What follows belongs to an exercise in optimizing a design on an open flow for small area; a production flow would make more cautious choices. In this exercise RTL edits were held to simulation tests only and were not proved equivalent to the original. No activity file was given, so power comes from the tool's default toggle rates.

== main ==
==> module sd_div, before the edit <==
module sd_div #(
  parameter W = 9             
) (
  input  wire         first,
  input  wire [W-1:0] init,   
  input  wire [W-1:0] rem,    
  input  wire         in,     
  input  wire [W:0]   dm1,    
  output wire [W-1:0] rem_n,
  output wire         q
);
  wire [W-1:0] prev = first ? init : rem;
  wire [W:0]   t    = {prev, in};
  wire [W:0]   s;                                   
  wire         c;
  sd_add #(.W(W+1)) u_sub (.a(t), .b(~dm1), .ci(1'b0), .s(s), .co(c));
  assign q     = c;
  assign rem_n = q ? s[W-1:0] : t[W-1:0];
endmodule
==> flow/config.mk <==
export PLATFORM = sky130hd
export DESIGN_NAME = sd_channel
export DESIGN_NICKNAME = sd_channel
export VERILOG_FILES = /design/flow/design.v
export SDC_FILE = /design/flow/constraint.sdc
export NUM_CORES = 4
export LEC_CHECK = 0
export CAP_MARGIN = 20
export CORE_MARGIN = 2
export CORE_UTILIZATION = 40
export CTS_BUF_LIST = sky130_fd_sc_hd__clkbuf_8
export CTS_CLUSTER_DIAMETER = 60
export CTS_CLUSTER_SIZE = 16
export SLEW_MARGIN = 20
==> flow/constraint.sdc <==
create_clock -name core_clock -period 10.0 [get_ports {clk}]
set_input_delay 2.0000 -clock core_clock [delete_from_list [all_inputs] [get_ports {clk}]]
set_output_delay 2.0000 -clock core_clock [all_outputs]
set_load 0.01 [all_outputs]
run.sh (not shown) runs the stock make flow with config.mk's settings and CLKGATE_MAP_FILE= SYNTH_SCRIPT=/design/flow/synth_recipe.tcl, a recipe that flattens the netlist after the stock synthesis.
Ran to the end and failed final checks on negative setup slack: main.
What the feature branch does differently from main at the input level:
--- a/flow/design.v
+++ b/flow/design.v
@@ -9,14 +9,12 @@
   output wire [W-1:0] rem_n,
   output wire         q
 );
   wire [W-1:0] prev = first ? init : rem;
   wire [W:0]   t    = {prev, in};
-  wire [W:0]   s;                                   
-  wire         c;
-  sd_add #(.W(W+1)) u_sub (.a(t), .b(~dm1), .ci(1'b0), .s(s), .co(c));
-  assign q     = c;
+  wire [W+1:0] s    = {1'b0, t} + {1'b1, ~dm1};    
+  assign q     = ~s[W+1];
   assign rem_n = q ? s[W-1:0] : t[W-1:0];
 endmodule
 module sd_add #(
   parameter W = 8
 ) (
[summary]
- The feature branch completed end to end with timing, DRC and antenna clean.
- Min utilization of the core after routing across main and the feature branch: the feature branch
- Compared with main, in the feature branch non-filler instance count after layout higher, shortest clock period the worst path allows after layout lost 2.07 ns, cell area after technology mapping shows an increase of 3.6%, layout clock buffer count moved up.
- Compare main and the feature branch | share of cell area taken by muxes after synthesis lower: main
- ~same data required time at the worst endpoint in main and the feature branch
- Taking main as the reference, in the feature branch power dissipated by switching net loads climbed about 8%, combinational power share picked up an extra 3.9 points.

sd_channel, a different RTL version from the one above (not shown whole).
Size in the first run: roughly 1800 cells after synthesis, about 110 I/O pins, ~22000 µm² of cells after synthesis.
Settings: LEC_CHECK=0, CAP_MARGIN=20, CORE_MARGIN=2, CORE_UTILIZATION=40, CTS_BUF_LIST=sky130_fd_sc_hd__clkbuf_8, CTS_CLUSTER_DIAMETER=60, CTS_CLUSTER_SIZE=16, SLEW_MARGIN=20; clock period 10.0 ns.
standard.sh (not shown) runs the stock make flow with config.mk's settings and CLKGATE_MAP_FILE= SYNTH_SCRIPT=/design/flow/synth_recipe.tcl, a recipe that flattens the netlist after the stock synthesis.
==> flow/flow/run.sh <==
#!/bin/bash
# The standard layout (the standard.sh, standard synthesis unchanged), with
# two placement/CTS choices passed to ORFS through its own variables:
#  - every input and output port is still buffered, by buf_1 rather than the
#    delay buffer buffer_ports picks by default;
#  - clock tree synthesis without dummy loads.
# make's full output goes to standard_flow.log; each ORFS step keeps its own
# log under orfs/logs/.
set -euo pipefail
export BUFFER_PORTS_ARGS="-buffer_cell sky130_fd_sc_hd__buf_1"
export CTS_ARGS="-sink_clustering_enable -repair_clock_nets -dont_use_dummy_load -sink_clustering_size 16 -sink_clustering_max_diameter 60 -buf_list sky130_fd_sc_hd__clkbuf_8"
bash standard.sh finish > standard_flow.log 2>&1
The baseline finished clean.
Edit:
--- a/flow/design.v
+++ b/flow/design.v
@@ -267,17 +267,15 @@
       if (clr2) clr <= 1'b0;
       clr2 <= 1'b1;
     end
   end
   reg [9:0] pc;           
   reg [1:0] ndec;         
-  reg [6:0] mdc;
+  reg [1:0] mk;           
   wire [9:0] pc_dec;
-  wire [6:0] mdc_dec;
   sd_add #(.W(10)) u_pcd (.a(pc), .b(10'h3ff), .ci(1'b0), .s(pc_dec), .co());
-  sd_add #(.W(7))  u_mdd (.a(mdc), .b(7'h7f), .ci(1'b0), .s(mdc_dec), .co());          
   wire      mdec = pc == 10'd3;
   wire      fill = mact && mdec;
   reg [28:0] i1, i2, i3, z1, z2, z3;
   reg [28:0] xs;
   reg        c1, c2, c3, e1, e2, e3;
   reg        icy;         
@@ -297,15 +295,15 @@
   wire bi2 = mf0 ? 1'b1 : e2;
   wire m2  = m1 ^ ~z1[0] ^ bi2;
   wire eo2 = (m1 & ~z1[0]) | (m1 & bi2) | (~z1[0] & bi2);
   wire bi3 = mf0 ? 1'b1 : e3;
   wire m3  = m2 ^ ~z2[0] ^ bi3;
   wire eo3 = (m2 & ~z2[0]) | (m2 & bi3) | (~z2[0] & bi3);
-  wire       mfirst = mdc == 7'd85;
+  wire       mfirst = (mk == 2'd0) && mf0;
   wire       msg    = xs[28];
-  wire       min    = (mdc >= 7'd58) && xs[27];
+  wire       min    = (mk == 2'd0) && (mf != 5'd28) && xs[27];
   wire [8:0] minit  = msg ? rm1[8:0] : 9'd0;
   reg  [8:0] mr1, mr2, mr3;
   reg  [3:0] mr4;
   wire [8:0] mr1_n, mr2_n, mr3_n;
   wire [3:0] mr4_n;
   wire       mq1, mq2, mq3, mq4;
@@ -338,24 +336,24 @@
       pc   <= 10'd0;
       ndec <= 2'd0;
     end else if (mact && fend) begin
       pc <= (pc == 10'd0) ? rm1 : pc_dec;
       if (mdec && ndec != 2'd2) ndec <= ndec + 2'd1;
     end
-    if (rst)                                       mdc <= 7'd0;
-    else if (mact && fend && mdec && ndec == 2'd2) mdc <= 7'd85;
-    else if (mdc != 7'd0)                          mdc <= mdc_dec;
+    if (rst)                                       mk <= 2'd3;
+    else if (mact && fend && mdec && ndec == 2'd2) mk <= 2'd0;
+    else if (fend && mk != 2'd3)                   mk <= mk + 2'd1;
   end
   wire        minex = (mr1 != 9'd0) || (mr2 != 9'd0) || (mr3 != 9'd0);
   wire        mcar  = msg ? ({1'b0, mr4} + 5'd6 + minex >= 5'd14) : (mr4 >= 4'd7);
-  assign inc  = (mdc <= 7'd30) && (mdc >= 7'd2);
-  assign icin = (mdc == 7'd30) ? mcar : icy;
+  assign inc  = ((mk == 2'd1) && (mf >= 5'd26)) || ((mk == 2'd2) && (mf <= 5'd25));
+  assign icin = ((mk == 2'd1) && (mf == 5'd26)) ? mcar : icy;
   wire        movf  = xs[24] ^ xs[23];
   reg [1:0] mch;          
   always @(posedge clk) begin
     if (start)           mch <= 2'b00;
     else if (main_valid) mch <= {mch[0], movf};
   end
-  assign main_valid = mdc == 7'd1;
+  assign main_valid = (mk == 2'd2) && (mf == 5'd26);
   assign main_code  = movf ? (xs[24] ? 24'h800000 : 24'h7fffff) : xs[23:0];
   assign main_ovr   = movf || (mch != 2'b00);
 endmodule
After rerunning: Global-route usage falls by 0.15 points. Sequential power fell by about 2%. Via count drops by 2.8%. Synthesized area drops by 2.1%. Final cell count falls by 1.7%. Setup slack got worse by 0.57 ns. Clock-buffer cell count went down by 1. Synthesized cell count fell by 2.4%. Sequential share of layout area grows by 0.56 points.

==> what the ideal ports hide <==
How much do the figures lean on ideal ports? The routed layouts below were timed once more, with nothing changed but the port constraints.
Step 1 assumes that a clkbuf_16 drives the clock port and a buf_2 every other input.
Step 2, shift: input delay + t, output delay - t, t = (earliest + latest rising clock arrival at the registers) / 2. This alone moves slack from input paths to output paths.
Three values: ideal, step 1, step 2; two values: the first two.
| run | t, ns | setup WS [ns] | slew at the worst register clock pin (ns) |
|---|---|---|---|
| main | 0.675 | -0.266 / -0.266 / -0.266 | 0.10 / 0.10 |
| the feature branch | 0.682 | 1.801 / 1.801 / 1.801 | 0.11 / 0.11 |
| the first run of note 2 | 0.648 | 1.936 / 1.936 / 1.936 | 0.10 / 0.10 |
| the second run of note 2 | 0.656 | 1.370 / 1.370 / 1.370 | 0.10 / 0.10 |
